Context: an optimization exercise on an open-source flow, tuned for small area. The choices shown serve that exercise and are no tape-out recipe. Function was checked by simulation only, so behaviour that the tests miss may differ from the original. Power figures rest on the tool's default switching activity, not on a simulated workload.

`flow/design.v`:
```
module shunt_correlator (
    input  wire               clk,
    input  wire               rst,          
    input  wire               start,        
    input  wire        [3:0]  bin,          
    input  wire        [23:0] lead,         
    input  wire        [23:0] half,         
    input  wire               s_valid,
    input  wire signed [31:0] s_data,       
    output reg                done,
    output wire signed [63:0] a_i,
    output wire signed [63:0] a_q,
    output wire signed [63:0] b_i,
    output wire signed [63:0] b_q
);
    localparam integer AW = 61;    
    reg [AW-1:0] ci, cq, ai, aq;   
    localparam [1:0] R_LEAD = 2'd0, R_A = 2'd1, R_B = 2'd2;
    reg        running;
    reg [1:0]  rg;          
    reg [23:0] cnt;         
    reg [3:0]  k;
    reg [3:0]  step;        
    reg        m_acc, m_first, m_bfirst, m_last;
    wire take = running && s_valid && !start;
    wire cnt_z   = (cnt == 24'd0);
    wire adv     = cnt_z && (rg != R_B);
    wire adv_t   = adv && take;
    wire [1:0]  rg_n  = adv ? rg + 2'd1 : rg;
    wire [23:0] cnt_n;
    decr #(24) dec_c (.a(adv_t ? ai[23:0] : cnt), .en(take), .s(cnt_n));
    wire        last  = (rg_n == R_B) && (cnt_n == 24'd0);
    always @(posedge clk) begin
        if (rst) begin
            running <= 1'b0;
            step    <= 4'd0;
        end else if (start) begin
            running <= 1'b1;
            step    <= 4'd0;
        end else begin
            if (take) begin
                step <= 4'd1;
                if (last) running <= 1'b0;
            end else if (step != 4'd0) begin
                step <= (step == 4'd8) ? 4'd0 : step + 4'd1;
            end
        end
    end
    always @(posedge clk) begin
        cnt <= start ? lead : cnt_n;
        if (start) begin
            k      <= bin;
            rg     <= R_LEAD;
        end else if (take) begin
            rg       <= rg_n;
            m_acc    <= (rg_n != R_LEAD);
            m_first  <= adv;
            m_bfirst <= adv && (rg == R_A);
            m_last   <= last;
        end
    end
    reg [11:0] j;           
    reg [16:0] w;           
    reg [2:0]  wcnt;        
    reg [2:0]  sj;
    reg [16:0] su;
    always @(*) begin
        case (k)
            4'd13: begin sj = 3'd1; su = 17'd52947; end
            4'd14: begin sj = 3'd3; su = 17'd27769; end
            4'd15: begin sj = 3'd6; su = 17'd55538; end
            default: begin sj = 3'd0; su = 17'd16 << k; end
        endcase
    end
    wire [16:0] w_s, w_n;
    wire        wrap;
    rca #(17) add_w (.a(w), .b(su & {17{take}}), .ci(1'b0), .s(w_s), .co(wrap));
    rca #(17) off_w (.a(w_s), .b(17'd52947 & {17{wrap}}), .ci(1'b0), .s(w_n), .co());
    wire [9:0]  r    = j[9:0];
    wire [1:0]  q    = j[11:10];
    wire [8:0]  dadr = r[9] ? ~r[8:0] : r[8:0];
    reg  [11:0] dt;
    always @(*) begin
        case (dadr)
            9'd0: dt = {6'd50, 6'd0};
            9'd1: dt = {6'd51, 6'd0};
            9'd2: dt = {6'd50, 6'd0};
            9'd3: dt = {6'd50, 6'd1};
            9'd4: dt = {6'd50, 6'd0};
            9'd5: dt = {6'd51, 6'd0};
            9'd6: dt = {6'd50, 6'd1};
            9'd7: dt = {6'd50, 6'd0};
            9'd8: dt = {6'd50, 6'd1};
            9'd9: dt = {6'd51, 6'd1};
            9'd10: dt = {6'd50, 6'd1};
            9'd11: dt = {6'd50, 6'd1};
            9'd12: dt = {6'd50, 6'd1};
            9'd13: dt = {6'd51, 6'd1};
            9'd14: dt = {6'd50, 6'd1};
            9'd15: dt = {6'd50, 6'd1};
            9'd16: dt = {6'd50, 6'd1};
            9'd17: dt = {6'd51, 6'd1};
            9'd18: dt = {6'd50, 6'd2};
            9'd19: dt = {6'd50, 6'd1};
            9'd20: dt = {6'd50, 6'd2};
            9'd21: dt = {6'd51, 6'd2};
            9'd22: dt = {6'd50, 6'd1};
            9'd23: dt = {6'd50, 6'd2};
            9'd24: dt = {6'd50, 6'd2};
            9'd25: dt = {6'd51, 6'd2};
            9'd26: dt = {6'd50, 6'd2};
            9'd27: dt = {6'd50, 6'd2};
            9'd28: dt = {6'd50, 6'd2};
            9'd29: dt = {6'd50, 6'd3};
            9'd30: dt = {6'd51, 6'd2};
            9'd31: dt = {6'd50, 6'd2};
            9'd32: dt = {6'd50, 6'd3};
            9'd33: dt = {6'd50, 6'd3};
            9'd34: dt = {6'd50, 6'd2};
            9'd35: dt = {6'd51, 6'd3};
            9'd36: dt = {6'd50, 6'd3};
            9'd37: dt = {6'd50, 6'd3};
            9'd38: dt = {6'd50, 6'd3};
            9'd39: dt = {6'd50, 6'd3};
            9'd40: dt = {6'd50, 6'd3};
            9'd41: dt = {6'd51, 6'd3};
            9'd42: dt = {6'd50, 6'd3};
            9'd43: dt = {6'd50, 6'd4};
            9'd44: dt = {6'd50, 6'd3};
            9'd45: dt = {6'd50, 6'd4};
            9'd46: dt = {6'd50, 6'd3};
            9'd47: dt = {6'd50, 6'd4};
            9'd48: dt = {6'd51, 6'd4};
            9'd49: dt = {6'd50, 6'd3};
            9'd50: dt = {6'd50, 6'd4};
            9'd51: dt = {6'd50, 6'd4};
            9'd52: dt = {6'd50, 6'd4};
            9'd53: dt = {6'd50, 6'd4};
            9'd54: dt = {6'd50, 6'd5};
            9'd55: dt = {6'd50, 6'd4};
            9'd56: dt = {6'd50, 6'd4};
            9'd57: dt = {6'd50, 6'd5};
            9'd58: dt = {6'd51, 6'd4};
            9'd59: dt = {6'd50, 6'd5};
            9'd60: dt = {6'd50, 6'd4};
            9'd61: dt = {6'd50, 6'd5};
            9'd62: dt = {6'd50, 6'd5};
            9'd63: dt = {6'd50, 6'd5};
            9'd64: dt = {6'd50, 6'd5};
            9'd65: dt = {6'd50, 6'd5};
            9'd66: dt = {6'd50, 6'd5};
            9'd67: dt = {6'd50, 6'd5};
            9'd68: dt = {6'd50, 6'd5};
            9'd69: dt = {6'd50, 6'd6};
            9'd70: dt = {6'd50, 6'd5};
            9'd71: dt = {6'd50, 6'd6};
            9'd72: dt = {6'd50, 6'd5};
            9'd73: dt = {6'd50, 6'd6};
            9'd74: dt = {6'd49, 6'd6};
            9'd75: dt = {6'd50, 6'd5};
            9'd76: dt = {6'd50, 6'd6};
            9'd77: dt = {6'd50, 6'd6};
            9'd78: dt = {6'd50, 6'd6};
            9'd79: dt = {6'd50, 6'd6};
            9'd80: dt = {6'd50, 6'd7};
            9'd81: dt = {6'd50, 6'd6};
            9'd82: dt = {6'd50, 6'd6};
            9'd83: dt = {6'd49, 6'd7};
            9'd84: dt = {6'd50, 6'd6};
            9'd85: dt = {6'd50, 6'd7};
            9'd86: dt = {6'd50, 6'd6};
            9'd87: dt = {6'd50, 6'd7};
            9'd88: dt = {6'd50, 6'd7};
            9'd89: dt = {6'd49, 6'd7};
            9'd90: dt = {6'd50, 6'd7};
            9'd91: dt = {6'd50, 6'd7};
            9'd92: dt = {6'd50, 6'd7};
            9'd93: dt = {6'd49, 6'd7};
            9'd94: dt = {6'd50, 6'd7};
            9'd95: dt = {6'd50, 6'd8};
            9'd96: dt = {6'd50, 6'd7};
            9'd97: dt = {6'd49, 6'd8};
            9'd98: dt = {6'd50, 6'd7};
            9'd99: dt = {6'd50, 6'd8};
            9'd100: dt = {6'd49, 6'd7};
            9'd101: dt = {6'd50, 6'd8};
            9'd102: dt = {6'd50, 6'd8};
            9'd103: dt = {6'd49, 6'd8};
            9'd104: dt = {6'd50, 6'd8};
            9'd105: dt = {6'd50, 6'd8};
            9'd106: dt = {6'd49, 6'd8};
            9'd107: dt = {6'd50, 6'd9};
            9'd108: dt = {6'd49, 6'd8};
            9'd109: dt = {6'd50, 6'd8};
            9'd110: dt = {6'd49, 6'd9};
            9'd111: dt = {6'd50, 6'd8};
            9'd112: dt = {6'd49, 6'd9};
            9'd113: dt = {6'd50, 6'd9};
            9'd114: dt = {6'd49, 6'd9};
            9'd115: dt = {6'd50, 6'd8};
            9'd116: dt = {6'd49, 6'd9};
            9'd117: dt = {6'd50, 6'd9};
            9'd118: dt = {6'd49, 6'd9};
            9'd119: dt = {6'd50, 6'd10};
            9'd120: dt = {6'd49, 6'd9};
            9'd121: dt = {6'd49, 6'd9};
            9'd122: dt = {6'd50, 6'd10};
            9'd123: dt = {6'd49, 6'd9};
            9'd124: dt = {6'd50, 6'd10};
            9'd125: dt = {6'd49, 6'd9};
            9'd126: dt = {6'd49, 6'd10};
            9'd127: dt = {6'd50, 6'd10};
            9'd128: dt = {6'd49, 6'd9};
            9'd129: dt = {6'd49, 6'd10};
            9'd130: dt = {6'd49, 6'd10};
            9'd131: dt = {6'd50, 6'd10};
            9'd132: dt = {6'd49, 6'd11};
            9'd133: dt = {6'd49, 6'd10};
            9'd134: dt = {6'd49, 6'd10};
            9'd135: dt = {6'd49, 6'd10};
            9'd136: dt = {6'd50, 6'd11};
            9'd137: dt = {6'd49, 6'd10};
            9'd138: dt = {6'd49, 6'd11};
            9'd139: dt = {6'd49, 6'd11};
            9'd140: dt = {6'd49, 6'd10};
            9'd141: dt = {6'd49, 6'd11};
            9'd142: dt = {6'd49, 6'd11};
            9'd143: dt = {6'd49, 6'd11};
            9'd144: dt = {6'd49, 6'd11};
            9'd145: dt = {6'd49, 6'd11};
            9'd146: dt = {6'd49, 6'd12};
            9'd147: dt = {6'd49, 6'd11};
            9'd148: dt = {6'd49, 6'd11};
            9'd149: dt = {6'd49, 6'd12};
            9'd150: dt = {6'd49, 6'd11};
            9'd151: dt = {6'd49, 6'd12};
            9'd152: dt = {6'd49, 6'd11};
            9'd153: dt = {6'd49, 6'd12};
            9'd154: dt = {6'd49, 6'd12};
            9'd155: dt = {6'd49, 6'd12};
            9'd156: dt = {6'd48, 6'd12};
            9'd157: dt = {6'd49, 6'd12};
            9'd158: dt = {6'd49, 6'd12};
            9'd159: dt = {6'd49, 6'd12};
            9'd160: dt = {6'd48, 6'd12};
            9'd161: dt = {6'd49, 6'd13};
            9'd162: dt = {6'd49, 6'd12};
            9'd163: dt = {6'd49, 6'd12};
            9'd164: dt = {6'd48, 6'd13};
            9'd165: dt = {6'd49, 6'd13};
            9'd166: dt = {6'd49, 6'd12};
            9'd167: dt = {6'd48, 6'd13};
            9'd168: dt = {6'd49, 6'd13};
            9'd169: dt = {6'd48, 6'd13};
            9'd170: dt = {6'd49, 6'd13};
            9'd171: dt = {6'd48, 6'd13};
            9'd172: dt = {6'd49, 6'd13};
            9'd173: dt = {6'd48, 6'd13};
            9'd174: dt = {6'd49, 6'd14};
            9'd175: dt = {6'd48, 6'd13};
            9'd176: dt = {6'd49, 6'd13};
            9'd177: dt = {6'd48, 6'd14};
            9'd178: dt = {6'd49, 6'd14};
            9'd179: dt = {6'd48, 6'd13};
            9'd180: dt = {6'd48, 6'd14};
            9'd181: dt = {6'd49, 6'd14};
            9'd182: dt = {6'd48, 6'd14};
            9'd183: dt = {6'd48, 6'd14};
            9'd184: dt = {6'd49, 6'd14};
            9'd185: dt = {6'd48, 6'd14};
            9'd186: dt = {6'd48, 6'd14};
            9'd187: dt = {6'd48, 6'd14};
            9'd188: dt = {6'd48, 6'd14};
            9'd189: dt = {6'd49, 6'd15};
            9'd190: dt = {6'd48, 6'd14};
            9'd191: dt = {6'd48, 6'd15};
            9'd192: dt = {6'd48, 6'd15};
            9'd193: dt = {6'd48, 6'd14};
            9'd194: dt = {6'd48, 6'd15};
            9'd195: dt = {6'd48, 6'd15};
            9'd196: dt = {6'd48, 6'd15};
            9'd197: dt = {6'd48, 6'd15};
            9'd198: dt = {6'd48, 6'd15};
            9'd199: dt = {6'd48, 6'd15};
            9'd200: dt = {6'd48, 6'd15};
            9'd201: dt = {6'd48, 6'd16};
            9'd202: dt = {6'd47, 6'd15};
            9'd203: dt = {6'd48, 6'd15};
            9'd204: dt = {6'd48, 6'd16};
            9'd205: dt = {6'd48, 6'd15};
            9'd206: dt = {6'd48, 6'd16};
            9'd207: dt = {6'd47, 6'd16};
            9'd208: dt = {6'd48, 6'd16};
            9'd209: dt = {6'd48, 6'd15};
            9'd210: dt = {6'd47, 6'd16};
            9'd211: dt = {6'd48, 6'd16};
            9'd212: dt = {6'd48, 6'd17};
            9'd213: dt = {6'd47, 6'd16};
            9'd214: dt = {6'd48, 6'd16};
            9'd215: dt = {6'd47, 6'd16};
            9'd216: dt = {6'd48, 6'd17};
            9'd217: dt = {6'd47, 6'd16};
            9'd218: dt = {6'd48, 6'd17};
            9'd219: dt = {6'd47, 6'd16};
            9'd220: dt = {6'd48, 6'd17};
            9'd221: dt = {6'd47, 6'd17};
            9'd222: dt = {6'd48, 6'd17};
            9'd223: dt = {6'd47, 6'd16};
            9'd224: dt = {6'd47, 6'd17};
            9'd225: dt = {6'd47, 6'd17};
            9'd226: dt = {6'd48, 6'd18};
            9'd227: dt = {6'd47, 6'd17};
            9'd228: dt = {6'd47, 6'd17};
            9'd229: dt = {6'd47, 6'd17};
            9'd230: dt = {6'd48, 6'd18};
            9'd231: dt = {6'd47, 6'd17};
            9'd232: dt = {6'd47, 6'd18};
            9'd233: dt = {6'd47, 6'd17};
            9'd234: dt = {6'd47, 6'd18};
            9'd235: dt = {6'd47, 6'd18};
            9'd236: dt = {6'd47, 6'd18};
            9'd237: dt = {6'd47, 6'd18};
            9'd238: dt = {6'd47, 6'd18};
            9'd239: dt = {6'd47, 6'd18};
            9'd240: dt = {6'd47, 6'd18};
            9'd241: dt = {6'd46, 6'd18};
            9'd242: dt = {6'd47, 6'd18};
            9'd243: dt = {6'd47, 6'd19};
            9'd244: dt = {6'd47, 6'd18};
            9'd245: dt = {6'd47, 6'd18};
            9'd246: dt = {6'd46, 6'd19};
            9'd247: dt = {6'd47, 6'd19};
            9'd248: dt = {6'd47, 6'd18};
            9'd249: dt = {6'd46, 6'd19};
            9'd250: dt = {6'd47, 6'd19};
            9'd251: dt = {6'd46, 6'd19};
            9'd252: dt = {6'd47, 6'd19};
            9'd253: dt = {6'd46, 6'd19};
            9'd254: dt = {6'd47, 6'd19};
            9'd255: dt = {6'd46, 6'd19};
            9'd256: dt = {6'd47, 6'd20};
            9'd257: dt = {6'd46, 6'd19};
            9'd258: dt = {6'd47, 6'd19};
            9'd259: dt = {6'd46, 6'd20};
            9'd260: dt = {6'd46, 6'd19};
            9'd261: dt = {6'd46, 6'd20};
            9'd262: dt = {6'd47, 6'd20};
            9'd263: dt = {6'd46, 6'd19};
            9'd264: dt = {6'd46, 6'd20};
            9'd265: dt = {6'd46, 6'd20};
            9'd266: dt = {6'd46, 6'd20};
            9'd267: dt = {6'd46, 6'd20};
            9'd268: dt = {6'd47, 6'd20};
            9'd269: dt = {6'd46, 6'd20};
            9'd270: dt = {6'd46, 6'd21};
            9'd271: dt = {6'd46, 6'd20};
            9'd272: dt = {6'd45, 6'd20};
            9'd273: dt = {6'd46, 6'd21};
            9'd274: dt = {6'd46, 6'd21};
            9'd275: dt = {6'd46, 6'd20};
            9'd276: dt = {6'd46, 6'd21};
            9'd277: dt = {6'd46, 6'd21};
            9'd278: dt = {6'd45, 6'd20};
            9'd279: dt = {6'd46, 6'd21};
            9'd280: dt = {6'd46, 6'd21};
            9'd281: dt = {6'd45, 6'd21};
            9'd282: dt = {6'd46, 6'd21};
            9'd283: dt = {6'd46, 6'd22};
            9'd284: dt = {6'd45, 6'd21};
            9'd285: dt = {6'd46, 6'd21};
            9'd286: dt = {6'd45, 6'd22};
            9'd287: dt = {6'd46, 6'd21};
            9'd288: dt = {6'd45, 6'd22};
            9'd289: dt = {6'd46, 6'd21};
            9'd290: dt = {6'd45, 6'd22};
            9'd291: dt = {6'd45, 6'd22};
            9'd292: dt = {6'd45, 6'd21};
            9'd293: dt = {6'd46, 6'd22};
            9'd294: dt = {6'd45, 6'd22};
            9'd295: dt = {6'd45, 6'd22};
            9'd296: dt = {6'd45, 6'd22};
            9'd297: dt = {6'd45, 6'd22};
            9'd298: dt = {6'd45, 6'd23};
            9'd299: dt = {6'd46, 6'd22};
            9'd300: dt = {6'd45, 6'd22};
            9'd301: dt = {6'd45, 6'd23};
            9'd302: dt = {6'd45, 6'd22};
            9'd303: dt = {6'd44, 6'd23};
            9'd304: dt = {6'd45, 6'd22};
            9'd305: dt = {6'd45, 6'd23};
            9'd306: dt = {6'd45, 6'd23};
            9'd307: dt = {6'd45, 6'd23};
            9'd308: dt = {6'd44, 6'd23};
            9'd309: dt = {6'd45, 6'd23};
            9'd310: dt = {6'd45, 6'd23};
            9'd311: dt = {6'd44, 6'd23};
            9'd312: dt = {6'd45, 6'd23};
            9'd313: dt = {6'd45, 6'd23};
            9'd314: dt = {6'd44, 6'd23};
            9'd315: dt = {6'd45, 6'd24};
            9'd316: dt = {6'd44, 6'd23};
            9'd317: dt = {6'd45, 6'd24};
            9'd318: dt = {6'd44, 6'd23};
            9'd319: dt = {6'd44, 6'd24};
            9'd320: dt = {6'd45, 6'd24};
            9'd321: dt = {6'd44, 6'd24};
            9'd322: dt = {6'd44, 6'd23};
            9'd323: dt = {6'd44, 6'd24};
            9'd324: dt = {6'd44, 6'd24};
            9'd325: dt = {6'd45, 6'd24};
            9'd326: dt = {6'd44, 6'd25};
            9'd327: dt = {6'd44, 6'd24};
            9'd328: dt = {6'd44, 6'd24};
            9'd329: dt = {6'd44, 6'd24};
            9'd330: dt = {6'd44, 6'd25};
            9'd331: dt = {6'd44, 6'd24};
            9'd332: dt = {6'd43, 6'd25};
            9'd333: dt = {6'd44, 6'd24};
            9'd334: dt = {6'd44, 6'd25};
            9'd335: dt = {6'd44, 6'd25};
            9'd336: dt = {6'd44, 6'd25};
            9'd337: dt = {6'd43, 6'd25};
            9'd338: dt = {6'd44, 6'd24};
            9'd339: dt = {6'd43, 6'd25};
            9'd340: dt = {6'd44, 6'd26};
            9'd341: dt = {6'd44, 6'd25};
            9'd342: dt = {6'd43, 6'd25};
            9'd343: dt = {6'd43, 6'd25};
            9'd344: dt = {6'd44, 6'd26};
            9'd345: dt = {6'd43, 6'd25};
            9'd346: dt = {6'd44, 6'd25};
            9'd347: dt = {6'd43, 6'd26};
            9'd348: dt = {6'd43, 6'd26};
            9'd349: dt = {6'd43, 6'd25};
            9'd350: dt = {6'd43, 6'd26};
            9'd351: dt = {6'd44, 6'd26};
            9'd352: dt = {6'd43, 6'd26};
            9'd353: dt = {6'd43, 6'd26};
            9'd354: dt = {6'd43, 6'd26};
            9'd355: dt = {6'd43, 6'd26};
            9'd356: dt = {6'd43, 6'd26};
            9'd357: dt = {6'd43, 6'd26};
            9'd358: dt = {6'd42, 6'd26};
            9'd359: dt = {6'd43, 6'd27};
            9'd360: dt = {6'd43, 6'd26};
            9'd361: dt = {6'd43, 6'd27};
            9'd362: dt = {6'd42, 6'd26};
            9'd363: dt = {6'd43, 6'd27};
            9'd364: dt = {6'd43, 6'd26};
            9'd365: dt = {6'd42, 6'd27};
            9'd366: dt = {6'd43, 6'd27};
            9'd367: dt = {6'd42, 6'd27};
            9'd368: dt = {6'd43, 6'd27};
            9'd369: dt = {6'd42, 6'd27};
            9'd370: dt = {6'd42, 6'd27};
            9'd371: dt = {6'd43, 6'd27};
            9'd372: dt = {6'd42, 6'd27};
            9'd373: dt = {6'd42, 6'd27};
            9'd374: dt = {6'd43, 6'd28};
            9'd375: dt = {6'd42, 6'd27};
            9'd376: dt = {6'd42, 6'd27};
            9'd377: dt = {6'd42, 6'd28};
            9'd378: dt = {6'd42, 6'd27};
            9'd379: dt = {6'd42, 6'd28};
            9'd380: dt = {6'd42, 6'd28};
            9'd381: dt = {6'd42, 6'd28};
            9'd382: dt = {6'd42, 6'd27};
            9'd383: dt = {6'd41, 6'd28};
            9'd384: dt = {6'd42, 6'd28};
            9'd385: dt = {6'd42, 6'd28};
            9'd386: dt = {6'd42, 6'd28};
            9'd387: dt = {6'd41, 6'd28};
            9'd388: dt = {6'd42, 6'd29};
            9'd389: dt = {6'd41, 6'd28};
            9'd390: dt = {6'd42, 6'd28};
            9'd391: dt = {6'd41, 6'd29};
            9'd392: dt = {6'd42, 6'd28};
            9'd393: dt = {6'd41, 6'd29};
            9'd394: dt = {6'd41, 6'd28};
            9'd395: dt = {6'd42, 6'd29};
            9'd396: dt = {6'd41, 6'd29};
            9'd397: dt = {6'd41, 6'd28};
            9'd398: dt = {6'd41, 6'd29};
            9'd399: dt = {6'd42, 6'd29};
            9'd400: dt = {6'd41, 6'd29};
            9'd401: dt = {6'd41, 6'd29};
            9'd402: dt = {6'd41, 6'd29};
            9'd403: dt = {6'd41, 6'd29};
            9'd404: dt = {6'd40, 6'd30};
            9'd405: dt = {6'd41, 6'd29};
            9'd406: dt = {6'd41, 6'd29};
            9'd407: dt = {6'd41, 6'd30};
            9'd408: dt = {6'd41, 6'd29};
            9'd409: dt = {6'd40, 6'd30};
            9'd410: dt = {6'd41, 6'd29};
            9'd411: dt = {6'd40, 6'd30};
            9'd412: dt = {6'd41, 6'd30};
            9'd413: dt = {6'd40, 6'd30};
            9'd414: dt = {6'd41, 6'd29};
            9'd415: dt = {6'd40, 6'd30};
            9'd416: dt = {6'd41, 6'd30};
            9'd417: dt = {6'd40, 6'd30};
            9'd418: dt = {6'd40, 6'd30};
            9'd419: dt = {6'd40, 6'd31};
            9'd420: dt = {6'd41, 6'd30};
            9'd421: dt = {6'd40, 6'd30};
            9'd422: dt = {6'd40, 6'd30};
            9'd423: dt = {6'd40, 6'd31};
            9'd424: dt = {6'd40, 6'd30};
            9'd425: dt = {6'd40, 6'd31};
            9'd426: dt = {6'd40, 6'd30};
            9'd427: dt = {6'd39, 6'd31};
            9'd428: dt = {6'd40, 6'd31};
            9'd429: dt = {6'd40, 6'd31};
            9'd430: dt = {6'd40, 6'd30};
            9'd431: dt = {6'd39, 6'd31};
            9'd432: dt = {6'd40, 6'd31};
            9'd433: dt = {6'd39, 6'd31};
            9'd434: dt = {6'd40, 6'd31};
            9'd435: dt = {6'd39, 6'd31};
            9'd436: dt = {6'd40, 6'd32};
            9'd437: dt = {6'd39, 6'd31};
            9'd438: dt = {6'd40, 6'd31};
            9'd439: dt = {6'd39, 6'd32};
            9'd440: dt = {6'd39, 6'd31};
            9'd441: dt = {6'd39, 6'd32};
            9'd442: dt = {6'd39, 6'd31};
            9'd443: dt = {6'd39, 6'd32};
            9'd444: dt = {6'd39, 6'd31};
            9'd445: dt = {6'd39, 6'd32};
            9'd446: dt = {6'd39, 6'd32};
            9'd447: dt = {6'd39, 6'd32};
            9'd448: dt = {6'd39, 6'd32};
            9'd449: dt = {6'd39, 6'd32};
            9'd450: dt = {6'd39, 6'd32};
            9'd451: dt = {6'd38, 6'd32};
            9'd452: dt = {6'd39, 6'd32};
            9'd453: dt = {6'd38, 6'd32};
            9'd454: dt = {6'd39, 6'd32};
            9'd455: dt = {6'd38, 6'd33};
            9'd456: dt = {6'd39, 6'd32};
            9'd457: dt = {6'd38, 6'd33};
            9'd458: dt = {6'd39, 6'd32};
            9'd459: dt = {6'd38, 6'd33};
            9'd460: dt = {6'd38, 6'd32};
            9'd461: dt = {6'd38, 6'd33};
            9'd462: dt = {6'd38, 6'd33};
            9'd463: dt = {6'd39, 6'd33};
            9'd464: dt = {6'd38, 6'd32};
            9'd465: dt = {6'd38, 6'd33};
            9'd466: dt = {6'd37, 6'd33};
            9'd467: dt = {6'd38, 6'd33};
            9'd468: dt = {6'd38, 6'd33};
            9'd469: dt = {6'd38, 6'd34};
            9'd470: dt = {6'd38, 6'd33};
            9'd471: dt = {6'd37, 6'd33};
            9'd472: dt = {6'd38, 6'd33};
            9'd473: dt = {6'd38, 6'd34};
            9'd474: dt = {6'd37, 6'd33};
            9'd475: dt = {6'd38, 6'd34};
            9'd476: dt = {6'd37, 6'd33};
            9'd477: dt = {6'd37, 6'd34};
            9'd478: dt = {6'd38, 6'd34};
            9'd479: dt = {6'd37, 6'd33};
            9'd480: dt = {6'd37, 6'd34};
            9'd481: dt = {6'd37, 6'd34};
            9'd482: dt = {6'd37, 6'd34};
            9'd483: dt = {6'd38, 6'd34};
            9'd484: dt = {6'd37, 6'd34};
            9'd485: dt = {6'd36, 6'd34};
            9'd486: dt = {6'd37, 6'd34};
            9'd487: dt = {6'd37, 6'd34};
            9'd488: dt = {6'd37, 6'd34};
            9'd489: dt = {6'd37, 6'd35};
            9'd490: dt = {6'd36, 6'd34};
            9'd491: dt = {6'd37, 6'd34};
            9'd492: dt = {6'd37, 6'd35};
            9'd493: dt = {6'd36, 6'd34};
            9'd494: dt = {6'd37, 6'd35};
            9'd495: dt = {6'd36, 6'd35};
            9'd496: dt = {6'd37, 6'd34};
            9'd497: dt = {6'd36, 6'd35};
            9'd498: dt = {6'd36, 6'd35};
            9'd499: dt = {6'd36, 6'd35};
            9'd500: dt = {6'd37, 6'd35};
            9'd501: dt = {6'd36, 6'd35};
            9'd502: dt = {6'd36, 6'd35};
            9'd503: dt = {6'd36, 6'd35};
            9'd504: dt = {6'd36, 6'd35};
            9'd505: dt = {6'd36, 6'd35};
            9'd506: dt = {6'd35, 6'd35};
            9'd507: dt = {6'd36, 6'd36};
            9'd508: dt = {6'd36, 6'd35};
            9'd509: dt = {6'd36, 6'd35};
            9'd510: dt = {6'd35, 6'd36};
            9'd511: dt = {6'd36, 6'd35};
            default: dt = 12'd0;
        endcase
    end
    wire        swp    = r[9] ^ q[0];
    wire [5:0]  ds_mag = swp ? dt[5:0] : dt[11:6];
    wire [5:0]  dc_mag = swp ? dt[11:6] : dt[5:0];
    wire        walk   = (wcnt != 3'd0) && !take;
    wire        ds_neg = q[1] ^ q[0];
    wire        dc_neg = !q[1];
    reg  signed [15:0] sw, cw;    
    wire [5:0]  ds_g = ds_mag & {6{walk}};
    wire [5:0]  dc_g = dc_mag & {6{walk}};
    wire [15:0] sw_n, cw_n;
    wire [11:0] j_n;
    incr #(12) inc_j (.a(j), .en(walk), .s(j_n));
    rca #(16) add_s (.a(sw), .b({{10{ds_neg}}, ds_g ^ {6{ds_neg}}}), .ci(ds_neg), .s(sw_n), .co());
    rca #(16) add_c (.a(cw), .b({{10{dc_neg}}, dc_g ^ {6{dc_neg}}}), .ci(dc_neg), .s(cw_n), .co());
    always @(posedge clk) begin
        j  <= start ? 12'd0 : j_n;
        w  <= start ? 17'd52947 : w_n;
        sw <= start ? 16'sd0 : sw_n;
        cw <= start ? 16'sd32767 : cw_n;
        if (start)
            wcnt <= 3'd0;
        else if (take)
            wcnt <= sj + {2'b00, wrap};
        else if (walk)
            wcnt <= wcnt - 3'd1;
    end
    reg  [35:0] xs;         
    reg  [16:0] cs, ss;     
    always @(posedge clk) begin
        if (take) begin
            xs <= {{4{s_data[31]}}, s_data};
            cs <= {cw, 1'b0};
            ss <= {sw, 1'b0};
        end else begin
            xs <= {xs[33:0], 2'b00};
            cs <= {2'b00, cs[16:2]};
            ss <= {2'b00, ss[16:2]};
        end
    end
    function automatic [AW:0] pp_of(input [2:0] d, input fneg, input act, input [35:0] x);
        reg one, two, neg;
        reg [36:0] mag;
        begin
            one = (d[0] ^ d[1]) && act;
            two = ((d == 3'b011) || (d == 3'b100)) && act;
            neg = (d[2] ^ fneg) && (one || two);
            mag = two ? {x, 1'b0} : (one ? {x[35], x} : 37'd0);
            pp_of = {{(AW-37){mag[36] ^ neg}}, mag ^ {37{neg}}, neg};
        end
    endfunction
    wire        act  = (step != 4'd0) && m_acc;
    wire [AW:0] pp_i = pp_of(cs[2:0], 1'b0, act, xs);
    wire [AW:0] pp_q = pp_of(ss[2:0], 1'b1, act, xs);     
    wire         gate = m_first && (step == 4'd1);
    wire [AW-1:0] sum_i, sum_q;
    rca #(AW) add_i (.a(gate ? {AW{1'b0}} : ci), .b(pp_i[AW:1]), .ci(pp_i[0]), .s(sum_i), .co());
    rca #(AW) add_q (.a(gate ? {AW{1'b0}} : cq), .b(pp_q[AW:1]), .ci(pp_q[0]), .s(sum_q), .co());
    always @(posedge clk) begin
        ci <= sum_i;
        cq <= sum_q;
        if (start) begin
            ai[23:0] <= half;
        end else if (m_bfirst && step == 4'd1) begin
            ai <= ci;
            aq <= cq;
        end
    end
    always @(posedge clk) begin
        if (rst) done <= 1'b0;
        else     done <= (step == 4'd8) && m_last && !start;
    end
    assign a_i = {{(64-AW){ai[AW-1]}}, ai};
    assign a_q = {{(64-AW){aq[AW-1]}}, aq};
    assign b_i = {{(64-AW){ci[AW-1]}}, ci};
    assign b_q = {{(64-AW){cq[AW-1]}}, cq};
endmodule
module rca #(parameter integer W = 8) (
    input  wire [W-1:0] a,
    input  wire [W-1:0] b,
    input  wire         ci,
    output wire [W-1:0] s,
    output wire         co
);
    wire [W:0] c;
    assign c[0] = ci;
    genvar i;
    generate
        for (i = 0; i < W; i = i + 1) begin : g
            assign s[i]   = a[i] ^ b[i] ^ c[i];
            assign c[i+1] = (a[i] & b[i]) | (c[i] & (a[i] ^ b[i]));
        end
    endgenerate
    assign co = c[W];
endmodule
module incr #(parameter integer W = 8) (
    input  wire [W-1:0] a,
    input  wire         en,
    output wire [W-1:0] s
);
    wire [W:0] c;
    assign c[0] = en;
    genvar i;
    generate
        for (i = 0; i < W; i = i + 1) begin : g
            assign s[i]   = a[i] ^ c[i];
            assign c[i+1] = a[i] & c[i];
        end
    endgenerate
endmodule
module decr #(parameter integer W = 8) (
    input  wire [W-1:0] a,
    input  wire         en,
    output wire [W-1:0] s
);
    wire [W:0] b;
    assign b[0] = en;
    genvar i;
    generate
        for (i = 0; i < W; i = i + 1) begin : g
            assign s[i]   = a[i] ^ b[i];
            assign b[i+1] = !a[i] & b[i];
        end
    endgenerate
endmodule
```
`flow/flow/run.sh`:
```
#!/bin/bash
# Standard ORFS layout (the standard.sh, standard synthesis unchanged), with
# placement and CTS choices changed:
#  - every input and output port still gets its own buffer, but a small
#    sky130_fd_sc_hd__buf_1 instead of the default delay-buffer cell;
#  - CTS uses smaller clock buffers, without dummy loads.
# Each tool's full output goes to a log file in this folder.
set -euo pipefail
export BUFFER_PORTS_ARGS="-buffer_cell sky130_fd_sc_hd__buf_1"
export CTS_ARGS="-sink_clustering_enable -repair_clock_nets -dont_use_dummy_load -buf_list sky130_fd_sc_hd__clkbuf_8 -sink_clustering_size 16 -sink_clustering_max_diameter 40"
bash standard.sh synth > synth.log 2>&1
bash standard.sh floorplan > floorplan.log 2>&1
bash standard.sh place > place.log 2>&1
bash standard.sh cts > cts.log 2>&1
bash standard.sh finish > finish.log 2>&1
```
`flow/standard.sh`:
```
#!/bin/bash
# synth_recipe.tcl (not shown) runs the flow's synth.tcl, then flattens the netlist and writes it again
# the make line also repeats each setting of config.mk as NAME=value (left out here)
make -C /OpenROAD-flow-scripts/flow DESIGN_CONFIG=/design/flow/config.mk WORK_HOME=/design/flow/orfs CLKGATE_MAP_FILE= SYNTH_SCRIPT=/design/flow/synth_recipe.tcl "${@:-finish}"
```
`flow/config.mk`:
```
export PLATFORM = sky130hd
export DESIGN_NAME = shunt_correlator
export DESIGN_NICKNAME = shunt_correlator
export VERILOG_FILES = /design/flow/design.v
export SDC_FILE = /design/flow/constraint.sdc
export NUM_CORES = 4
export LEC_CHECK = 0
export ABC_AREA = 1
export CAP_MARGIN = 20
export CORE_MARGIN = 2
export CORE_UTILIZATION = 40
export PLACE_DENSITY = 0.6
export SLEW_MARGIN = 20
export SYNTH_MEMORY_MAX_BITS = 32768
```
`flow/constraint.sdc`:
```
create_clock -name core_clock -period 100.0 [get_ports {clk}]
set_input_delay 20.0000 -clock core_clock [delete_from_list [all_inputs] [get_ports {clk}]]
set_output_delay 20.0000 -clock core_clock [all_outputs]
set_load 0.01 [all_outputs]
```
==> results of run 1 <==
final cells by class:
type	instances	area [um^2]	area share (%)
multi-input combinational	1627	10870	43.27
tap	748	935.9	3.724
inverter	331	1247	4.963
clock buffer	70	963.4	3.833
sequential	418	9669	38.47
timing repair buffer	360	1428	5.680
antenna	6	15.01	0.05974
cells by family (layout without fill, tap and decap cells):
kind of cell               Yosys count  after routing  share of synthesized area, %
adders and majority gates          243            243                         19.28
AOI/OAI and AO/OA                  363            363                         8.615
and+or+nand+nor                    968            968                         18.26
other                                0              6                             0
DFF                                418            418                         43.18
xor gates and xnor gates            53             53                         2.240
buffers and inverters              451            761                         8.431
metrics by stage:
stage | std cells | area [um^2]
2_1_floorplan | 2496 | 22390
3_3_place_gp | 3484 | 24150
3_5_place_dp | 3484 | 24150
4_1_cts | 3554 | 25120
5_1_grt | 3557 | 25130
6_report | 3560 | 25130
sequential cells by signal, summed over array words and instances, names as in the netlist, 2 cells and up:
signal	cells
ci	61
cq	61
aq	61
cw	16
cs	17
j	12
xs	36
cnt	24
ai	61
sw	16
k	4
w	17
rg	2
wcnt	3
step	4
ss	17
metal layers:
| metal | track usage (%) | up-vias | part of all wire [%] |
|---|---|---|---|
| li1 | - | 8492 | - |
| met1 | 29.22 | 8239 | 44 |
| met2 | 35.11 | 649 | 46 |
| met3 | 4.609 | 114 | 7.5 |
| met4 | 8.018 | 0 | 2.8 |
| met5 | 0 | - | 0 |
worst paths after layout:
path	depth (start not counted)	from	slack (ns)	to
setup reg to reg	77	step[0]	68.97	ci[60]
hold / removal	2	ss[8]	0.40	ss[6]
setup / recovery	60	start	67.53	w[15]
hold reg to reg	2	ss[8]	0.40	ss[6]
power groups by stage:
stage / logic [uW] / clock network (uW) / registers (uW)
after floorplan: 107 / 0 / 253
after global placement: 171 / 0 / 256
after detailed placement: 176 / 0 / 257
after CTS: 177 / 127 / 254
after global routing: 203 / 133 / 257
final: 175 / 123 / 253
worst min-delay path, stage by stage (launching register included):
cell and delay, ns:
dfxtp_1 0.30, nand2_1 0.04, o21ai_0 0.05
synthesized netlist by cell type (3+ instances only):
cell type and instances:
o211ai_1 6, a31oi_1 8, edfxtp_1 130, nor3_1 7, o2111ai_1 4, nor2_4 7
nor2_2 3, buf_1 7, inv_1 319, o21ai_2 4, o21ai_1 9, clkbuf_1 63
xor2_1 39, buf_4 20, buf_2 19, a21oi_1 55, nor2_1 118, fa_1 170
and3_1 3, nand3b_1 4, inv_2 11, nand2_2 13, nand3_2 5, nand2_4 7
buf_6 8, o21ai_0 263, nor4_1 4, xnor2_1 12, nand2_1 651, nand4_1 20
dfxtp_1 288, nand3_1 116, ha_1 73, or2_2 5
==> reports/results.ini, run 1 <==
[critical_path]
worst-setup-path-type = in -> reg
crit_top_cell = fa_1
cp-start-kind = input port
cp_top_family = adder cells
endpoint_kind = register
cp_data_required_time_ns = 100.48
crit_slowest_cell = fa_1
path_buf_inv = 23
cp_max_fo = 75
crit_arrival_ns = 32.95
slowest_delay_ns = 0.58

[pwr]
vdd_drop_max_uv = 9.397
power_frac_seq_pct = 46.0
total_power_uw = 550.6
p_leak_uw = 0.01071
combPwrFrac_pct = 31.8
p_switching_uw = 208.7
swShare_pct = 37.90
p_int_uw = 341.9
p_clk_share_pct = 22.3
cellPowerDensity_nw_per_um2 = 21.91

[logic_synthesis]
yosys_warnings = 1
synth_cells = 2496
syn-mean-instance-area_um2 = 8.972
synth_cell_types = 53
synthTopCellsByArea = dfxtp_1 (26%), edfxtp_1 (17%), fa_1 (15%), nand2_1 (11%), o21ai_0 (5.9%)
synth_enable_flop_cells = 130
synth_top_area_cell = dfxtp_1
yosysTopAreaCellShare_pct = 25.75
synth_seq_cells = 418
yosysSeqAreaShare_pct = 43.18
ys.flop_type = dfxtp_1
async_reset_ff_share_pct = 0
syn_area_um2 = 22390

[floorplanning]
die_x_um = 240.6
rows = 86
die_area_um2 = 57890
initial_core_util_pct = 40.57
core_area_um2 = 55200
pin_count = 345
die_h_um = 240.6

[global_routing]
grt_max_degree = 122
grt_use_total_pct = 21.89
antenna_found_initial = 5
grt_pass1_vias = 17180
grt_pass1_wl_mm = 96.95
grt_remaining_overflow = 0

[drt]
viasPerCell = 4.914
first_iter_violations = 1395
ant_nets = 0
via_count = 17490
drcViolationCount = 0
wl_per_cell_um = 18.04
wl_mm = 64.22
dr.pass1.iters = 6

[timing]
tightestPinTransition_ns = 1.107
period_needed_ns = 32.47
maxSlewHeadroom_pct = 25.69
setup_viol_count_final = 0
setup_slack_ns = 67.53
fin_hold_ws_ns = 0.3991
finalSetupTns_ns = 0
worst_clock_skew_ns = 0.1153
finalHoldViolations = 0
max_freq_mhz = 30.80
final-max-slew-violation-count = 0
fin_crit_sh_pct = 32.47
rsz0062_at_grt = no

[placed_design]
post-place-ws_ns = 66.84
io_buffer_count = 344
dp.final_hpwl_mm = 48.69
routabilityCongestion = 0.9834

[final_layout]
syn_to_final_growth_pct = 12.23
n_fill_cell = 5463
layout-drive-gt1-share_pct = 5.595
final_util_pct = 45.53
final_common_cell = nand2_1
fin_nets = 3139
final_cell_mix = nand2_1 (651), buf_1 (343), inv_1 (319)

[clocking]
cts_hold_buf = 0
clock_latency_ns = 0.66
clock_path_buffers = 3
cts_tree = done
clk_pin_slew_ns = 0.07
cts_root_buf = clkbuf_8
clock_sinks = 418
cts_made_buffers = 70
cts_resized = 0
post-cts-setup-buffers = 0
cts_max_level = 3

[status]
status = timing/DRC/antenna clean

[worst_hold_path]
hold_class = reg -> reg

[run]
max-cap-violations = 0

==> run 2, diff against run 1 <==
==> flow/flow/run.sh (replaced) <==
#!/bin/bash
# Standard ORFS layout (the standard.sh, standard synthesis unchanged), with
# placement and CTS choices changed:
#  - every input and output port still gets its own buffer, but a small
#    sky130_fd_sc_hd__buf_1 instead of the default delay-buffer cell;
#  - CTS uses fewer clock buffers, without dummy loads.
# Each tool's full output goes to a log file in this folder.
set -euo pipefail
export BUFFER_PORTS_ARGS="-buffer_cell sky130_fd_sc_hd__buf_1"
export CTS_ARGS="-sink_clustering_enable -repair_clock_nets -dont_use_dummy_load -buf_list sky130_fd_sc_hd__clkbuf_8 -sink_clustering_size 20 -sink_clustering_max_diameter 45"
bash standard.sh synth > synth.log 2>&1
bash standard.sh floorplan > floorplan.log 2>&1
bash standard.sh place > place.log 2>&1
bash standard.sh cts > cts.log 2>&1
bash standard.sh finish > finish.log 2>&1
--- a/flow/config.mk
+++ b/flow/config.mk
@@ -9,6 +9,6 @@
 export CAP_MARGIN = 20
 export CORE_MARGIN = 2
-export CORE_UTILIZATION = 40
-export PLACE_DENSITY = 0.6
+export CORE_UTILIZATION = 65
+export PLACE_DENSITY = 0.75
 export SLEW_MARGIN = 20
 export SYNTH_MEMORY_MAX_BITS = 32768
==> run 2 against run 1 <==
Against the previous run: sequential cell count did not move; via count rose by 3.5%; combinational power rose by 3%; wire length fell by 5.9%; global-route usage rose by 12 points; highest routed layer unchanged; die area fell by 38%; fmax rose by 2.1%; sequential power fell by 2%; critical path depth fell by 1; register-to-register slack got worse by 0.17 ns; final cell count fell by 9.3%.
==> reports/results.ini, run 2 <==
[status]
status = timing/DRC/antenna clean

[floorplanning]
pin_count = 345
die_area_um2 = 35950
initial_core_util_pct = 66.45
die_x_um = 189.6
core_area_um2 = 33700
rows = 67
die_h_um = 189.6

[clocking]
cts_tree = done
clk_pin_slew_ns = 0.11
cts_max_level = 2
cts_made_buffers = 40
clock_sinks = 418
clock_path_buffers = 3
post-cts-setup-buffers = 0
cts_resized = 0
cts_root_buf = clkbuf_8
clock_latency_ns = 0.61
cts_hold_buf = 0

[worst_hold_path]
hold_class = reg -> reg
worstHoldPathCells = 2

[final_layout]
syn_to_final_growth_pct = 8.699
fin_nets = 3111
final_cell_mix = nand2_1 (650), buf_1 (343), inv_1 (319)
final_common_cell = nand2_1
layout-drive-gt1-share_pct = 4.644

[logic_synthesis]
yosys_warnings = 1
synth_compound_area_share_pct = 8.615
synth_top_area_cell = dfxtp_1
synth_top_family_by_area = adder cells
synth_enable_flop_cells = 130
async_reset_ff_share_pct = 0
synth-adder-area-share_pct = 19.28
syn-mean-instance-area_um2 = 8.972
synthTopCellsByArea = dfxtp_1 (26%), edfxtp_1 (17%), fa_1 (15%), nand2_1 (11%), o21ai_0 (5.9%)
synth_cells = 2496
synthXorXnorAreaFrac_pct = 2.240
ys.flop_type = dfxtp_1
synth_most_common_cell = nand2_1
synth_cell_types = 53
synth_seq_cells = 418
yosysTopAreaCellShare_pct = 25.75
syn_area_um2 = 22390
synthMuxAreaShare_pct = 0
yosysSeqAreaShare_pct = 43.18
yosys-top-cells-count = nand2_1 (651), inv_1 (319), dfxtp_1 (288)
yosys.area_share.simple_pct = 18.26

[critical_path]
crit_arrival_ns = 32.25
crit_top_cell = fa_1
cp_max_fo = 75
crit_slowest_cell = fa_1
worst-setup-path-type = in -> reg
endpoint_kind = register
cp_num_cells = 59
slowest_delay_ns = 0.57
cp_top_family = adder cells
cp_data_required_time_ns = 100.46
worstRegToRegCells = 77
cp-start-kind = input port
path_buf_inv = 22

[timing]
fin_crit_sh_pct = 31.79
max_freq_mhz = 31.45
tightestPinTransition_ns = 1.093
fin_hold_ws_ns = 0.4144
worst_clock_skew_ns = 0.05491
finalSetupTns_ns = 0
rsz0062_at_grt = no
final-max-slew-violation-count = 0
finalHoldViolations = 0
setup_viol_count_final = 0
period_needed_ns = 31.79
maxSlewHeadroom_pct = 26.83

[drt]
viasPerCell = 5.606
drcViolationCount = 0
ant_nets = 0
dr.pass1.iters = 6
wl_mm = 60.43
wl_per_cell_um = 18.71
via_count = 18110
first_iter_violations = 1596

[placed_design]
dp.final_hpwl_mm = 46.13
routabilityCongestion = 1.028
io_buffer_count = 344

[pwr]
p_leak_uw = 0.01049
vdd_drop_max_uv = 16.26
cellPowerDensity_nw_per_um2 = 21.27

[global_routing]
antenna_found_initial = 3
grt_pass1_vias = 17780
grt_max_degree = 101
grt_use_total_pct = 33.68
grt_remaining_overflow = 0
grt_pass1_wl_mm = 93.81

[run]
max-cap-violations = 0

[run 2: final timing paths]
check | from | endpoint | slack, ns
hold / removal | ss[10] | ss[8] | 0.41
hold reg to reg | ss[10] | ss[8] | 0.41
setup / recovery | start | w[15] | 68.21
setup reg to reg | step[0] | ci[60] | 68.80
[run 2: where the power goes]
part / internal [uW] / switching, uW / total, uW
logic: 64.7 / 117 / 181
registers: 218 / 30.5 / 248
clock network: 35.7 / 52.6 / 88.3
total: 318 / 200 / 518
[run 2: through the flow]
| step | worst slack [ns] | util [%] | instance area [um^2] | instances | total power [uW] |
|---|---|---|---|---|---|
| after floorplan | 68.58 | - | 22390 | 2496 | 360.0 |
| after global placement | 67.91 | 70.56 | 23780 | 3186 | 418.5 |
| after detailed placement | 67.56 | 70.56 | 23780 | 3186 | 431.9 |
| after CTS | 68.15 | 72.20 | 24330 | 3226 | 519.7 |
| after global routing | 67.34 | 72.22 | 24340 | 3229 | 552.2 |
| final | 68.21 | 72.23 | 24340 | 3230 | 517.7 |
[run 2: area by class of cell]
type | count | area (um^2)
multi-input combinational | 1627 | 10870
sequential | 418 | 9669
fill | 2451 | 9358
timing repair buffer | 362 | 1430
inverter | 331 | 1247
tap | 448 | 560.5
clock buffer | 40 | 550.5
antenna | 4 | 10.01
[run 2: kinds of logic after synthesis]
family                   Yosys count
buffers and inverters            451
AND/OR/NAND/NOR                  968
flip-flops                       418
AO/OA/AOI/OAI                    363
adder cells (fa/ha/maj)          243
XOR/XNOR                          53
[run 2: metal layers]
layer / GRT usage, % / vias up / wire, um
li1: - / 8430 / -
met1: 39.77 / 8665 / 22300
met2: 59.20 / 810 / 30570
met3: 4.224 / 202 / 3783
met4: 20.10 / 0 / 3770
met5: 0 / - / 0
[run 2: worst register-to-register path: cells and delay by family (launching register included)]
| kind | cells | cell delay [ns] |
|---|---|---|
| AO/OA/AOI/OAI | 2 | 0.83 |
| AND/OR/NAND/NOR | 6 | 0.99 |
| flip-flops | 1 | 0.41 |
| adder cells (fa/ha/maj) | 60 | 27.47 |
| buffers and inverters | 7 | 1.06 |
| XOR/XNOR | 2 | 0.29 |
==> run 3, diff against run 2 <==
--- a/flow/flow/run.sh
+++ b/flow/flow/run.sh
@@ -8,5 +8,5 @@
 set -euo pipefail
 export BUFFER_PORTS_ARGS="-buffer_cell sky130_fd_sc_hd__buf_1"
-export CTS_ARGS="-sink_clustering_enable -repair_clock_nets -dont_use_dummy_load -buf_list sky130_fd_sc_hd__clkbuf_8 -sink_clustering_size 20 -sink_clustering_max_diameter 45"
+export CTS_ARGS="-sink_clustering_enable -repair_clock_nets -dont_use_dummy_load -buf_list sky130_fd_sc_hd__clkbuf_16 -sink_clustering_size 26 -sink_clustering_max_diameter 55"
 bash standard.sh synth > synth.log 2>&1
 bash standard.sh floorplan > floorplan.log 2>&1
==> run 3 against run 2 <==
Against the previous run: critical endpoint unchanged; still clean on timing, DRC and antenna; wire length rose by 2.5%; global-route usage rose by 0.56 points; clock-buffer cell count fell by 10; largest cell class unchanged; critical path depth did not move.
==> reports/results.ini, run 3 <==
[timing]
max_freq_mhz = 31.37
period_needed_ns = 31.88
finalHoldViolations = 0
rsz0062_at_grt = no
final-max-slew-violation-count = 0
fin_hold_ws_ns = 0.4214
setup_viol_count_final = 0
finalSetupTns_ns = 0
tightestPinTransition_ns = 1.104
fin_crit_sh_pct = 31.88
maxSlewHeadroom_pct = 26.12
worst_clock_skew_ns = 0.1006

[floorplanning]
initial_core_util_pct = 66.45
core_area_um2 = 33700
die_h_um = 189.6
die_x_um = 189.6
rows = 67
die_area_um2 = 35950
pin_count = 345

[run]
max-cap-violations = 0

[critical_path]
crit_top_cell = fa_1
worst-setup-path-type = in -> reg
cp_data_required_time_ns = 100.49
worstRegToRegCells = 77
slowest_delay_ns = 0.58
cp_max_fo = 75
endpoint_kind = register
cp-start-kind = input port
crit_arrival_ns = 32.37
crit_slowest_cell = fa_1

[drt]
wl_mm = 61.91
viasPerCell = 5.671
drcViolationCount = 0
dr.pass1.iters = 6
wl_per_cell_um = 19.22
via_count = 18270
first_iter_violations = 1587
ant_nets = 0

[clocking]
clk_pin_slew_ns = 0.09
clock_sinks = 418
post-cts-setup-buffers = 0
cts_root_buf = clkbuf_16
cts_tree = done
clock_latency_ns = 0.61
cts_made_buffers = 30
cts_resized = 0
clock_path_buffers = 3
cts_hold_buf = 0
cts_max_level = 1

[logic_synthesis]
synth_cells = 2496
synthTopCellsByArea = dfxtp_1 (26%), edfxtp_1 (17%), fa_1 (15%), nand2_1 (11%), o21ai_0 (5.9%)
synth_enable_flop_cells = 130
ys.flop_type = dfxtp_1
yosysSeqAreaShare_pct = 43.18
syn_area_um2 = 22390
synth_seq_cells = 418
synth_top_area_cell = dfxtp_1
syn-mean-instance-area_um2 = 8.972
synth_cell_types = 53
yosys_warnings = 1
async_reset_ff_share_pct = 0
yosys-top-cells-count = nand2_1 (651), inv_1 (319), dfxtp_1 (288)
yosysTopAreaCellShare_pct = 25.75
synth_most_common_cell = nand2_1

[pwr]
vdd_drop_max_uv = 19.61
p_leak_uw = 0.01058
cellPowerDensity_nw_per_um2 = 21.97

[worst_hold_path]
hold_class = reg -> reg
worstHoldPathCells = 2

[final_layout]
final_cell_mix = nand2_1 (650), buf_1 (343), inv_1 (319)
layout-drive-gt1-share_pct = 4.299
fin_nets = 3101
final_common_cell = nand2_1
final_util_pct = 72.84
n_fill_cell = 2411
syn_to_final_growth_pct = 9.616

[global_routing]
grt_pass1_vias = 18080
grt_max_degree = 101
grt_pass1_wl_mm = 95.62
antenna_found_initial = 4
grt_remaining_overflow = 0
grt_use_total_pct = 34.24

[status]
status = timing/DRC/antenna clean

[placed_design]
dp.final_hpwl_mm = 46.13
routabilityCongestion = 1.028
io_buffer_count = 344

## run 3: cell types whose count changed in the layout (fill, tap and decap cells not counted), sizes merged
cell / before / now
clkbuf: 41 / 31
diode: 4 / 6
## run 3: worst paths after layout
kind / from / to / slack [ns]
worst max-delay path: start / w[15] / 68.12
worst min-delay path: ss[10] / ss[8] / 0.42
worst max register to register: step[0] / ci[60] / 68.70
worst min register to register: ss[10] / ss[8] / 0.42
## run 3: final cells by class
| class | instances | area, um^2 | area share (%) |
|---|---|---|---|
| antenna | 6 | 15.01 | 0.06117 |
| clock buffer | 30 | 750.7 | 3.058 |
| inverter | 331 | 1247 | 5.082 |
| multi-input combinational | 1627 | 10870 | 44.30 |
| sequential | 418 | 9669 | 39.39 |
| tap | 448 | 560.5 | 2.284 |
| timing repair buffer | 362 | 1430 | 5.826 |
## run 3: per-stage QoR
step           std cells  worst slack [ns]  cell area, um^2  power, uW
6_report            3222             68.12            24550      539.4
5_1_grt             3220             67.25            24540      572.8
4_1_cts             3216             68.05            24530      540.8
3_5_place_dp        3186             67.56            23780      431.9
3_3_place_gp        3186             67.91            23780      418.5
2_1_floorplan       2496             68.58            22390      360.0
## run 3: metal layers
metal / vias up / share of wire (%) / GRT usage [%]
li1: 8428 / - / -
met1: 8756 / 36 / 39.92
met2: 872 / 51 / 61.21
met3: 215 / 6.1 / 3.800
met4: 0 / 6.2 / 20.27
met5: - / 0 / 0
## run 3: critical path: cells and delay by family
kind,cells,cell delay [ns]
adders and majority gates,33,9.48
buffers and inverters,22,2.17
and+or+nand+nor,4,0.70
## run 3: kinds of logic (layout without fill, tap and decap cells)
logic type / Yosys count / in the layout / share of synthesized area, %
DFF: 418 / 418 / 43.18
other: 0 / 6 / 0
buffers and inverters: 451 / 723 / 8.431
adders and majority gates: 243 / 243 / 19.28
AOI/OAI and AO/OA: 363 / 363 / 8.615
xor gates and xnor gates: 53 / 53 / 2.240
and+or+nand+nor: 968 / 968 / 18.26
## run 3: report_power, final
| part | switching [uW] | internal, uW |
|---|---|---|
| clock network | 53.8 | 52.5 |
| logic | 119 | 65.3 |
| registers | 31.3 | 218 |
==> run 4, diff against run 3 <==
--- a/flow/flow/run.sh
+++ b/flow/flow/run.sh
@@ -1,10 +1,16 @@
 #!/bin/bash
 # Standard ORFS layout (the standard.sh, standard synthesis unchanged), with
-# placement and CTS choices changed:
+# floorplan, placement and CTS choices changed:
+#  - after floorplan, buffers that ABC added are removed and every logic cell
+#    is swapped for the smallest cell of its family (flow/downsize.tcl); the
+#    standard repair steps afterwards fix any slew, capacitance or timing need;
 #  - every input and output port still gets its own buffer, but a small
 #    sky130_fd_sc_hd__buf_1 instead of the default delay-buffer cell;
-#  - CTS uses fewer clock buffers, without dummy loads.
+#  - CTS uses clkbuf_16 in sink clusters of up to 26, without dummy loads.
 # Each tool's full output goes to a log file in this folder.
 set -euo pipefail
+here=$(pwd)
+export REMOVE_ABC_BUFFERS=1
+export POST_FLOORPLAN_TCL="$here/flow/downsize.tcl"
 export BUFFER_PORTS_ARGS="-buffer_cell sky130_fd_sc_hd__buf_1"
 export CTS_ARGS="-sink_clustering_enable -repair_clock_nets -dont_use_dummy_load -buf_list sky130_fd_sc_hd__clkbuf_16 -sink_clustering_size 26 -sink_clustering_max_diameter 55"
==> flow/flow/downsize.tcl (new file) <==
# Swap every logic cell for the smallest-area cell of the same family
# (same function, e.g. nand2_2 -> nand2_1); later repair steps resize
# anything that then misses a slew, capacitance or timing limit.
set dont_use [split $::env(DONT_USE_CELLS)]
set n_swapped 0
set saved 0.0
foreach inst [get_cells *] {
  set cell [get_property $inst ref_name]
  if {![regexp {^(sky130_fd_sc_hd__[a-z0-9]+)_([0-9]+)$} $cell -> base n]} { continue }
  set lc [get_lib_cells -quiet */$cell]
  if {$lc eq ""} { continue }
  set best $cell
  set best_area [get_property $lc area]
  foreach cand [get_lib_cells */${base}_*] {
    set cname [get_name $cand]
    if {![regexp "^${base}_\[0-9\]+\$" $cname]} { continue }
    if {[lsearch -exact $dont_use $cname] >= 0} { continue }
    set a [get_property $cand area]
    if {$a < $best_area} { set best $cname; set best_area $a }
  }
  if {$best ne $cell} {
    set saved [expr {$saved + [get_property $lc area] - $best_area}]
    replace_cell $inst $best
    incr n_swapped
  }
}
puts "downsize: swapped $n_swapped cells, [format %.1f $saved] um2 less"
==> run 4 against run 3 <==
Against the previous run: sequential cell count is the same; combinational power is essentially flat; sequential share of layout area grew 0.29 points; clock power is essentially flat; global-route usage grew 1.4 points; wire length grew 3.8%; via count grew 1.1%; fmax shrank 1.5%; worst hold slack lost 0.019 ns; core utilization shrank 0.54 points; setup slack lost 0.48 ns; critical endpoint unchanged.
==> reports/results.ini, run 4 <==
[timing]
period_needed_ns = 32.36
setup_viol_count_final = 0
final-max-slew-violation-count = 0
finalHoldViolations = 0
max_freq_mhz = 30.90
fin_hold_ws_ns = 0.4027
maxSlewHeadroom_pct = 26.02
fin_crit_sh_pct = 32.36
finalSetupTns_ns = 0
worst_clock_skew_ns = 0.08019
tightestPinTransition_ns = 1.107
rsz0062_at_grt = no

[clocking]
clk_pin_slew_ns = 0.08
cts_hold_buf = 0
clock_latency_ns = 0.62
clock_path_buffers = 3
cts_resized = 0
cts_tree = done
post-cts-setup-buffers = 0
cts_max_level = 1
cts_root_buf = clkbuf_16
clock_sinks = 418
cts_made_buffers = 30

[critical_path]
cp_data_required_time_ns = 100.50
endpoint_kind = register
slowest_delay_ns = 0.58
cp_top_family = adder cells
crit_top_cell = fa_1
worst-setup-path-type = in -> reg
crit_arrival_ns = 32.85
cp-start-kind = input port
cp_max_fo = 75
crit_slowest_cell = fa_1
path_buf_inv = 23

[drt]
via_count = 18480
first_iter_violations = 1851
wl_mm = 64.24
drcViolationCount = 0
viasPerCell = 5.727
dr.pass1.iters = 8
wl_per_cell_um = 19.91
ant_nets = 0

[global_routing]
grt_max_degree = 95
antenna_found_initial = 3
grt_pass1_wl_mm = 99.18
grt_remaining_overflow = 0
grt_use_total_pct = 35.64
grt_pass1_vias = 18110

[logic_synthesis]
synth_top_area_cell = dfxtp_1
yosys.area_share.simple_pct = 18.26
synth_top_family_by_area = adder cells
yosysSeqAreaShare_pct = 43.18
syn-mean-instance-area_um2 = 8.972
yosys_warnings = 1
ys.flop_type = dfxtp_1
synth-adder-area-share_pct = 19.28
synth_compound_area_share_pct = 8.615
synth_most_common_cell = nand2_1
synth_cell_types = 53
syn_area_um2 = 22390
yosysTopAreaCellShare_pct = 25.75
synthMuxAreaShare_pct = 0
synth_seq_cells = 418
yosys-top-cells-count = nand2_1 (651), inv_1 (319), dfxtp_1 (288)
async_reset_ff_share_pct = 0
synthXorXnorAreaFrac_pct = 2.240
synth_enable_flop_cells = 130
synth_cells = 2496
synthTopCellsByArea = dfxtp_1 (26%), edfxtp_1 (17%), fa_1 (15%), nand2_1 (11%), o21ai_0 (5.9%)

[final_layout]
final_cell_mix = nand2_1 (670), buf_1 (343), inv_1 (320)
syn_to_final_growth_pct = 8.806
final_common_cell = nand2_1
layout-drive-gt1-share_pct = 3.027
fin_nets = 3108

[floorplanning]
pin_count = 345
die_area_um2 = 35950
die_h_um = 189.6
die_x_um = 189.6
initial_core_util_pct = 66.45
rows = 67
core_area_um2 = 33700

[pwr]
vdd_drop_max_uv = 22.77
cellPowerDensity_nw_per_um2 = 22.22
p_leak_uw = 0.01055

[placed_design]
routabilityCongestion = 0.9793
dp.final_hpwl_mm = 47.76
io_buffer_count = 344

[status]
status = timing/DRC/antenna clean

[worst_hold_path]
hold_class = reg -> reg

[run]
max-cap-violations = 0

[run 4: per-layer routing]
| layer | wire (um) | track usage (%) | vias to the layer above |
|---|---|---|---|
| met3 | 5944 | 5.977 | 195 |
| met5 | 0 | 0 | - |
| met1 | 25100 | 47.07 | 8792 |
| met2 | 30100 | 58.99 | 1050 |
| met4 | 3096 | 14.64 | 0 |
| li1 | - | - | 8438 |
[run 4: logic make-up (layout without fill, tap and decap cells)]
logic type,Yosys count,count (layout)
XOR/XNOR,53,53
other,0,3
buffers and inverters,451,730
flip-flops,418,418
adder cells (fa/ha/maj),243,243
AND/OR/NAND/NOR,968,968
AO/OA/AOI/OAI,363,363
[run 4: final cells by class]
| type | instances | area (um^2) |
|---|---|---|
| multi-input combinational | 1627 | 10630 |
| sequential | 418 | 9669 |
| fill | 2428 | 9334 |
| timing repair buffer | 369 | 1503 |
| inverter | 331 | 1242 |
| clock buffer | 30 | 750.7 |
| tap | 448 | 560.5 |
| antenna | 3 | 7.507 |
[run 4: worst paths after layout]
check,slack [ns],to,depth (start not counted),startpoint
min reg2reg,0.40,cs[4],2,cs[6]
max reg2reg,67.89,ci[60],77,step[0]
max,67.64,w[15],60,start
min,0.40,cs[4],2,cs[6]
[run 4: metrics by stage]
| step | util [%] | cells | setup slack [ns] | total power [uW] | area [um^2] |
|---|---|---|---|---|---|
| floorplan | - | 2376 | 66.91 | 356.8 | 21750 |
| global placement | 69.97 | 3192 | 67.15 | 417.8 | 23580 |
| detailed placement | 69.97 | 3192 | 66.94 | 431.9 | 23580 |
| CTS | 72.20 | 3222 | 67.58 | 540.8 | 24330 |
| global route | 72.30 | 3225 | 66.68 | 574.8 | 24360 |
| finish | 72.30 | 3226 | 67.64 | 541.5 | 24370 |
[run 4: worst register-to-register path: cells and delay by family, from the launching register on]
kind / cells / cell delay, ns
simple gates: 6 / 1.40
fa+ha+maj: 60 / 27.74
flops: 1 / 0.40
buf+inv: 7 / 1.20
compound gates: 2 / 0.95
xor+xnor: 2 / 0.29
[run 4: report_power, final]
group | leakage (uW) | internal, uW | switching, uW
logic | 0.00658 | 64.6 | 119
clock network | 0.000370 | 52.5 | 54.2
registers | 0.00360 | 218 | 33.5
total | 0.0105 | 335 | 207

port drivers added, routing unchanged:
How much do the figures lean on ideal ports? The routed layouts below were timed once more, with nothing changed but the port constraints. Step 1 sets driving cells, clkbuf_16 on the clock port and buf_2 on the other inputs (assumed; they add their load-dependent delay and slew). Step 2 adds t to the input delays and takes it off the output delays; t is the mean of the earliest and latest rising clock arrival at the registers after step 1. Input paths then give back, and output paths get back, about the clock's delay inside the block. Three values: ideal ports, drivers, drivers and shift; two values: the first two.
| run | shift t [ns] | setup WS [ns] | worst setup path after step 2 | slew at the worst register clock pin (ns) | cell pins on the clock port's net |
|---|---|---|---|---|---|
| run 1 | 0.653 | 67.529 / 67.565 / 66.912 | input to register | 0.09 / 0.09 | 1 |
| run 2 | 0.631 | 68.208 / 68.215 / 67.584 | input to register | 0.11 / 0.11 | 1 |
| run 3 | 0.613 | 68.123 / 68.131 / 67.518 | input to register | 0.09 / 0.09 | 1 |
| run 4 | 0.625 | 67.643 / 67.676 / 67.051 | input to register | 0.09 / 0.09 | 1 |
After both steps every run listed still meets setup and hold. The setup slack of run 2, which loses most, moves by +0.007 ns with the drivers and by -0.624 ns with both steps.
